What follows belongs to an exercise in optimizing a design on an open flow for small area, a short achievable clock period and few clock cycles per item; a production flow would make more cautious choices. Function was checked by simulation only, so behaviour that the tests miss may differ from the original. Power is estimated from default activity; no workload was simulated.

## 04-26
// exact_sum
module exact_sum (
    input  wire        clk,
    input  wire        rst,
    input  wire        in_valid,
    output wire        in_ready,
    input  wire [31:0] in_data,
    input  wire [1:0]  in_dtype,
    input  wire        in_last,
    output wire        out_valid,
    input  wire        out_ready,
    output wire [31:0] out_data
);
    integer i;
    reg        rdy;
    reg        r0_v;
    reg        r0_s;        
    reg [4:0]  r0_q;        
    reg [2:0]  r0_r;        
    reg        r0_h;        
    reg [22:0] r0_f;        
    reg        r0_em;       
    reg        r0_fz;       
    reg [1:0]  r0_t;
    reg        r0_l;
    assign in_ready = rdy_o;
    wire take = in_valid & rdy;
    wire        i16  = (in_dtype == 2'd2);
    wire        ib16 = (in_dtype == 2'd1);
    wire [7:0]  ie32 = in_data[30:23];
    wire [7:0]  ie16b = in_data[14:7];
    wire [4:0]  ie16 = in_data[14:10];
    wire        iz32 = (ie32 == 8'd0), iz16b = (ie16b == 8'd0), iz16 = (ie16 == 5'd0);
    wire [7:0]  is32 = iz32 ? 8'd0 : ie32 - 8'd1;
    wire [7:0]  is16b = iz16b ? 8'd0 : ie16b - 8'd1;
    wire [4:0]  is16 = iz16 ? 5'd0 : ie16 - 5'd1;
    wire [22:0] i_f  = i16 ? {in_data[9:0], 13'd0} : ib16 ? {in_data[6:0], 16'd0} : in_data[22:0];
    wire        fz32 = (in_data[22:0] == 23'd0), fz16b = (in_data[6:0] == 7'd0), fz16 = (in_data[9:0] == 10'd0);
    wire        em32 = (ie32 == 8'hff), em16b = (ie16b == 8'hff), em16 = (ie16 == 5'h1f);
    wire        i_ez = i16 ? iz16 : ib16 ? iz16b : iz32;
    always @(posedge clk) begin
        if (rdy || !r0_v) begin
  ...
For scale: about 680 flip-flops, ~32000 µm² of cells after synthesis.
clock: 15.0 ns
lec_check: 0
cap_margin: 20
core_margin: 2
core_utilization: 40
slew_margin: 20
standard.sh (not shown) runs the stock make flow with config.mk's settings and CLKGATE_MAP_FILE= SYNTH_SCRIPT=/design/flow/synth_recipe.tcl, a recipe that flattens the netlist after the stock synthesis.
==> flow/flow/run.sh <==
#!/bin/bash
# Standard synthesis, then the standard layout steps with repair_timing asked
# for a larger setup margin (the SDC, period and IO constraints are unchanged),
# larger clock sink clusters and no dummy clock loads.
set -e
bash standard.sh synth > synth.log 2>&1
bash standard.sh SETUP_SLACK_MARGIN=11.3 "CTS_ARGS=-sink_clustering_enable -repair_clock_nets -dont_use_dummy_load -sink_clustering_size 30 -sink_clustering_max_diameter 80" finish > layout.log 2>&1
Testbench counts of 04-26, summed over its fixed seeds: cycles 32,739, items 32,678.
What 09-09 does differently from 04-26 at the input level:
--- a/flow/flow/run.sh
+++ b/flow/flow/run.sh
@@ -6,2 +6,2 @@
 bash standard.sh synth > synth.log 2>&1
-bash standard.sh SETUP_SLACK_MARGIN=11.3 "CTS_ARGS=-sink_clustering_enable -repair_clock_nets -dont_use_dummy_load -sink_clustering_size 30 -sink_clustering_max_diameter 80" finish > layout.log 2>&1
+bash standard.sh SETUP_SLACK_MARGIN=11 "CTS_ARGS=-sink_clustering_enable -repair_clock_nets -dont_use_dummy_load -sink_clustering_size 30 -sink_clustering_max_diameter 80" finish > layout.log 2>&1
- 09-09 leaves more setup margin than 04-26.
- Going from 04-26 to 09-09, fmax saw little to no change, total non-filler cell area in the finished layout went down 1.5%.
- Looking at the reports, 09-09 completed the entire flow and the layout it produced met the timing, DRC and antenna checks.
- The final reports for 09-09 and 04-26 show tightest hold margin higher in the former.
- On half-perimeter wire length of the detailed placement result, 04-26 and 09-09 are basically level.
- On 09-09: headroom to the max-slew limit is 0.88 points higher than what 04-26 gave.
- The fraction of the cycle the final worst path needs was comparable across 04-26 and 09-09.

* * *

Setup of lagoon:
Another version of the RTL of exact_sum (not shown whole).
Size: roughly 3300 cells after synthesis, about 73 I/O pins, about 32000 sq um of cells after synthesis.
==> flow/config.mk <==
export PLATFORM = sky130hd
export DESIGN_NAME = exact_sum
export DESIGN_NICKNAME = exact_sum
export VERILOG_FILES = /design/flow/design.v
export SDC_FILE = /design/flow/constraint.sdc
export NUM_CORES = 8
export LEC_CHECK = 0
export CAP_MARGIN = 20
export CORE_MARGIN = 2
export CORE_UTILIZATION = 40
export SLEW_MARGIN = 20
==> flow/constraint.sdc <==
create_clock -name core_clock -period 15.0 [get_ports {clk}]
set_input_delay 3.0000 -clock core_clock [delete_from_list [all_inputs] [get_ports {clk}]]
set_output_delay 3.0000 -clock core_clock [all_outputs]
set_load 0.01 [all_outputs]
==> flow/flow/run.sh <==
#!/bin/bash
# Standard synthesis, then the standard layout steps with repair_timing asked
# for a larger setup margin (the SDC, period and IO constraints are unchanged)
# and a smaller clock buffer for the clock tree.
set -e
bash standard.sh synth > synth.log 2>&1
bash standard.sh SETUP_SLACK_MARGIN=11 CTS_BUF_LIST=sky130_fd_sc_hd__clkbuf_4 finish > layout.log 2>&1
Testbench counts of lagoon, summed over its fixed seeds: cycles 32,739, items 32,678.
What tundra does differently from lagoon at the input level:
-- flow/flow/run.sh --
<<< lagoon, line 6
bash standard.sh synth > synth.log 2>&1
bash standard.sh SETUP_SLACK_MARGIN=11 CTS_BUF_LIST=sky130_fd_sc_hd__clkbuf_4 finish > layout.log 2>&1
>>> tundra, line 6
bash standard.sh synth > synth.log 2>&1
bash standard.sh SETUP_SLACK_MARGIN=11 CTS_BUF_LIST=sky130_fd_sc_hd__clkbuf_8 finish > layout.log 2>&1
- tundra completed end to end with timing, DRC and antenna clean.
- Final critical delay including setup and external delays | tundra below lagoon
- NOTE: number of global-route vias before repair in tundra falls short of that of lagoon
- Of tundra and lagoon, the run reporting the lower portion of the clock cycle consumed by the worst path in the final layout was tundra.
- Combinational share of power in tundra is 1.6 points below lagoon.
- The share of cells above drive strength 1 of tundra falls short of that of lagoon by 1.4 points.
- Summary — worst-case hold slack, tundra relative to lagoon: lower, by 0.017 ns.
- Between tundra and lagoon, the pin count of the biggest net entering global routing figures differ only marginally.
- The critical path depth on tundra is in line with that on lagoon.
- tundra leaves more setup margin than lagoon.
- Latest clock arrival within the worst-skew pair in tundra is 0.27 ns lower than in lagoon
Changes in maple relative to tundra:
==> flow/flow/run.sh <==
#!/bin/bash
# Standard synthesis, then the standard layout steps with repair_timing asked
# for a larger setup margin (the SDC, period and IO constraints are unchanged),
# larger clock sink clusters and no dummy clock loads.
set -e
bash standard.sh synth > synth.log 2>&1
bash standard.sh SETUP_SLACK_MARGIN=11 "CTS_ARGS=-sink_clustering_enable -repair_clock_nets -dont_use_dummy_load -sink_clustering_size 30 -sink_clustering_max_diameter 80" finish > layout.log 2>&1
==> comparison <==
- maple reached the final stage; the timing, DRC and antenna checks on its layout passed.
- In the metrics for maple and tundra, the one carrying the lower synthesis-to-layout area growth is maple.
- Lower critical path data arrival time among maple and tundra: tundra
- Of the two values seen for kind of critical path, register to primary output was produced by tundra and input pin to register by maple.
- Measured against maple, the power in the clock group of tundra comes out at 2.0 times the reference value.
- rdy as the launch point of the worst path was reported by tundra, and in_data[2] by maple.
- The higher relative contribution of sequential cells to total power came out of maple.
- | clock-buffer cell count | higher: tundra |
### maple -> violet
==> flow/flow/run.sh <==
#!/bin/bash
# Standard synthesis, then the standard layout steps with repair_timing asked
# for a larger setup margin (the SDC, period and IO constraints are unchanged)
# and larger clock sink clusters.
set -e
bash standard.sh synth > synth.log 2>&1
bash standard.sh SETUP_SLACK_MARGIN=11 CTS_CLUSTER_SIZE=30 CTS_CLUSTER_DIAMETER=80 finish > layout.log 2>&1
[summary]
- The final layouts of violet and maple pass the timing, DRC and antenna checks.
- violet and maple ended up with nearly the same routed wire length.
- Looking at via count across violet and maple, the one that comes out higher is violet.
- On global-route usage over all layers, maple tracks violet almost exactly.
- | final cell count | higher: violet |

re-timing with driven ports:
No port has a modelled driver above. Below, the same layouts with a new extraction and two added sets of constraints. Step 1, drivers: a clkbuf_16 drives clk and a buf_2 each remaining input, both assumed. Step 2, shift: input delay + t, output delay - t, t = (earliest + latest rising clock arrival at the registers) / 2. This alone moves slack from input paths to output paths. Slacks: ideal ports / drivers / drivers and shift; pairs: ideal ports / drivers.
run | shift t [ns] | setup slack, ns | clock arrival spread, ns | cell pins on the clock port's net
04-26 | 0.631 | 10.901 / 10.836 / 10.475 | 0.112 / 0.112 | 1
09-09 | 0.639 | 10.908 / 10.842 / 10.461 | 0.086 / 0.087 | 1
lagoon | 1.053 | 10.401 / 10.345 / 10.020 | 0.129 / 0.130 | 1
tundra | 0.801 | 10.664 / 10.601 / 10.153 | 0.080 / 0.081 | 1
maple | 0.617 | 10.738 / 10.745 / 10.142 | 0.105 / 0.105 | 1
violet | 0.659 | 10.766 / 10.708 / 10.129 | 0.041 / 0.041 | 1
After both steps setup and hold are still met in every run listed. The setup slack of violet, which loses most, moves by -0.058 ns with the drivers and by -0.637 ns with both steps.
